This design comes from an exercise in tuning for small area, a short achievable clock period and few clock cycles per item on the open sky130 flow, not from production work.
In this exercise RTL edits were held to simulation tests only and were not proved equivalent to the original.
Power figures rest on the tool's default switching activity, not on a simulated workload.

## run A
Design feq_recip, start of the top module:
module feq_recip (
    input  wire        clk,
    input  wire        rst,         
    input  wire        in_valid,
    output wire        in_ready,
    input  wire [15:0] a_raw,       
    input  wire [15:0] b_raw,       
    output reg         out_valid,
    input  wire        out_ready,
    output wire [31:0] out_re,      
    output wire [31:0] out_im,      
    output reg  [3:0]  out_sh,      
    output reg         out_dead
);
    reg         s1_busy;
    reg         s1_prep;            
    reg  [3:0]  s1_cnt;             
    reg         sqm;                
    reg         dead1;
    reg  [3:0]  hp;                 
    reg         e2_r, ez_r;         
    reg  [15:0] as_r, bs_r;
    reg  [31:0] sq_r;               
    reg  [2:0]  ca, cb;             
    wire   s1_load;
    assign in_ready = s1_load;
    wire s1_fin = (s1_cnt == 4'd9);
    wire a_small = (a_raw[15:1] == 15'd0) | (a_raw == 16'hFFFF);
    wire b_small = (b_raw[15:1] == 15'd0) | (b_raw == 16'hFFFF);
    wire red2 = (as_r[15] == as_r[14]) & (bs_r[15] == bs_r[14]);
    wire red3 = ((as_r[15:13] == 3'b000) | (as_r[15:13] == 3'b111)) &
                ((bs_r[15:13] == 3'b000) | (bs_r[15:13] == 3'b111));
    wire red5 = ((as_r[15:11] == 5'b00000) | (as_r[15:11] == 5'b11111)) &
  ...
clock: 12.0 ns
lec_check: 0
cap_margin: 20
core_margin: 2
core_utilization: 40
slew_margin: 20
synth_hierarchical: 0
standard.sh (not shown) runs the stock make flow with config.mk's settings and CLKGATE_MAP_FILE= SYNTH_SCRIPT=/design/flow/synth_recipe.tcl, a recipe that flattens the netlist after the stock synthesis.
==> flow/flow/run.sh <==
#!/bin/bash
# Standard ORFS layout, with timing repair asked to leave extra setup
# slack (the clock and constraints are the design's own).
set -euo pipefail
export SETUP_SLACK_MARGIN=${MARGIN:-6.5}
bash standard.sh > standard.log 2>&1 || { tail -50 standard.log; exit 1; }
Testbench counts of run A, summed over its fixed seeds: cycles 36,196, items 2,400.
Relative to run A, the following input files were edited for run B:
Settings: a change of CORE_UTILIZATION from 40 to 60.
--- a/flow/flow/run.sh
+++ b/flow/flow/run.sh
@@ -5 +5 @@
-export SETUP_SLACK_MARGIN=${MARGIN:-6.5}
+export SETUP_SLACK_MARGIN=${MARGIN:-7}
[summary]
- Total placed cells including tap cells: run B and run A compared, lower one is run B
- Run B vs run A: switching part of the total down
- Run B against run A: final instance area has increased; area growth from synthesis to layout has increased; utilization has increased; total vias in the final route has increased; non-filler instance count after layout has decreased.
- The final reports for run B and run A show logic gate share of total power lower in the former.
- Between run B and run A, the setup slack is lower for run A.
- The higher first-iteration DRC count came out of run B.
- Diff run A -> run B | width of the chip | decrease of about 18%
What run C does differently from run B at the input level:
Settings: changing CORE_UTILIZATION from 60 to 40; setting SETUP_SLACK_MARGIN to 5 for the first time.
==> flow/run.sh (new file) <==
#!/bin/bash
# synth_recipe.tcl (not shown) runs the flow's synth.tcl, then flattens the netlist and writes it again
# the make line also repeats each setting of config.mk as NAME=value (left out here)
make -C /OpenROAD-flow-scripts/flow DESIGN_CONFIG=/design/flow/config.mk WORK_HOME=/design/flow/orfs CLKGATE_MAP_FILE= SYNTH_SCRIPT=/design/flow/synth_recipe.tcl finish
removed: flow/flow/run.sh
removed: flow/standard.sh
Findings:
- Between run B and run C, detailed-routed wire length on met2 is lower for run C, run B comes in above that.
- Looking at worst-case setup margin in the final layout, run C sits 1.18 ns lower than run B does.
- Against run B, run C reports a final area that is lower.
- In run C the clock-buffer cell count turned out about 10% lower than in run B.
- Against run B, run C comes in 2.1 points lower on met3 track demand over resource.
- Run C ended up with a higher final cell count than run B did.
Inputs modified between run C and run D:
Settings: removing SETUP_SLACK_MARGIN (formerly 5).
==> flow/flow/run.sh (new file) <==
#!/bin/bash
# Standard ORFS layout, with timing repair asked to leave extra setup
# slack (the clock and constraints are the design's own).
set -euo pipefail
export SETUP_SLACK_MARGIN=${MARGIN:-8}
bash standard.sh > standard.log 2>&1 || { tail -50 standard.log; exit 1; }
==> flow/standard.sh (new file) <==
#!/bin/bash
# synth_recipe.tcl (not shown) runs the flow's synth.tcl, then flattens the netlist and writes it again
# the make line also repeats each setting of config.mk as NAME=value (left out here)
make -C /OpenROAD-flow-scripts/flow DESIGN_CONFIG=/design/flow/config.mk WORK_HOME=/design/flow/orfs CLKGATE_MAP_FILE= SYNTH_SCRIPT=/design/flow/synth_recipe.tcl "${@:-finish}"
removed: flow/run.sh
## What came out
Fill cell instance count of the final layout (higher): run C. Run D vs run C — maximum number of pins on one net before global-route repair dropped about 4.3%. Looking at group drawing the most power, the sequential cells result is from run C; the combinational logic one comes from run D. Total power of the final layout was lower in the run labelled run C. Run C was smaller in final cell area than run D. On worst setup slack before clock tree synthesis, the lower figure sits with run D, not run C. Looking at non-clock buffer contribution to total cell area across run C and run D, the one that comes out higher is run D. For first-iteration DRC count, dividing the value from run D by the value from run C gives 1.14. Compare run C and run D | register-to-register slack higher: run D. Signed area change from the synthesized netlist to the final layout (higher): run D. Lower sequential share of layout area was reported by run D, not run C.

* * *

## old
Starting RTL as in the previous note.
clock: 12.0 ns
lec_check: 0
cap_margin: 20
core_margin: 2
core_utilization: 40
cts_buf_list: sky130_fd_sc_hd__clkbuf_4 sky130_fd_sc_hd__clkbuf_8
cts_cluster_size: 30
slew_margin: 20
synth_hierarchical: 0
==> flow/flow/run.sh <==
#!/bin/bash
# Standard ORFS layout, with timing repair asked to leave extra setup
# slack (the clock and constraints are the design's own).
set -euo pipefail
export SETUP_SLACK_MARGIN=${MARGIN:-7}
bash standard.sh > standard.log 2>&1 || { tail -50 standard.log; exit 1; }
old: done, clean on timing, DRC and antenna
Testbench counts of old, summed over its fixed seeds: cycles 36,196, items 2,400.
> inputs changed (old -> new)
- CTS_BUF_LIST no longer set, was sky130_fd_sc_hd__clkbuf_4 sky130_fd_sc_hd__clkbuf_8
- CTS_CLUSTER_SIZE no longer set, was 30
-- flow/flow/run.sh --
<<< old, line 5
export SETUP_SLACK_MARGIN=${MARGIN:-7}
>>> new, line 5
export SETUP_SLACK_MARGIN=${MARGIN:-7.5}
==> notes.md <==
old → new: power per cell area shows an increase of 2.6%, final wirelength +4.3%.
As far as cell area after placement is concerned, old and new perform about the same.
old -> new: count of flip-flops with a built-in enable after synthesis delta 0, exact match
new vs. old: worst hold slack has decreased, number of buffers added for setup after CTS moved up, critical path depth lost 1.
new vs. old: final cycle utilization of the critical path went down by 2.7 points.
Setup slack (lower): old
Compared with old, in new final design area excluding fillers rose 4.1%; fmax went up 6.9%.

==> port drivers added, routing unchanged <==
In the flow no input, the clock included, has a driving cell. The finished layouts below were timed again as built, in two steps.
Step 1: set_driving_cell puts a clkbuf_16 on clk and a buf_2 on each other input, an assumption about the parent block.
Step 2 also shifts input and output timing later by t, the mid clock arrival at the registers, as if the neighbouring blocks saw the same clock.
Three values: ideal, step 1, step 2; two values: the first two.
run | t, ns | slack for setup (ns) | worst hold slack (ns) | worst setup path at the end | slew at the worst register clock pin (ns)
run A | 0.656 | 6.829 / 6.764 / 6.867 | 0.423 / 0.423 / 0.423 | register to register | 0.06 / 0.06
run B | 0.653 | 7.134 / 7.075 / 7.216 | 0.419 / 0.419 / 0.419 | register to register | 0.07 / 0.07
run C | 0.655 | 5.951 / 5.886 / 6.226 | 0.422 / 0.422 / 0.422 | register to register | 0.06 / 0.06
run D | 0.649 | 7.456 / 7.396 / 7.493 | 0.373 / 0.373 / 0.373 | register to register | 0.06 / 0.06
old | 0.738 | 7.009 / 6.946 / 6.930 | 0.417 / 0.417 / 0.417 | input to register | 0.07 / 0.07
new | 0.672 | 7.329 / 7.265 / 7.290 | 0.406 / 0.406 / 0.406 | input to register | 0.07 / 0.07
After both steps every run listed still meets setup and hold. For old, which loses most, drivers alone change the setup slack by -0.063 ns; drivers and shift together by -0.079 ns.
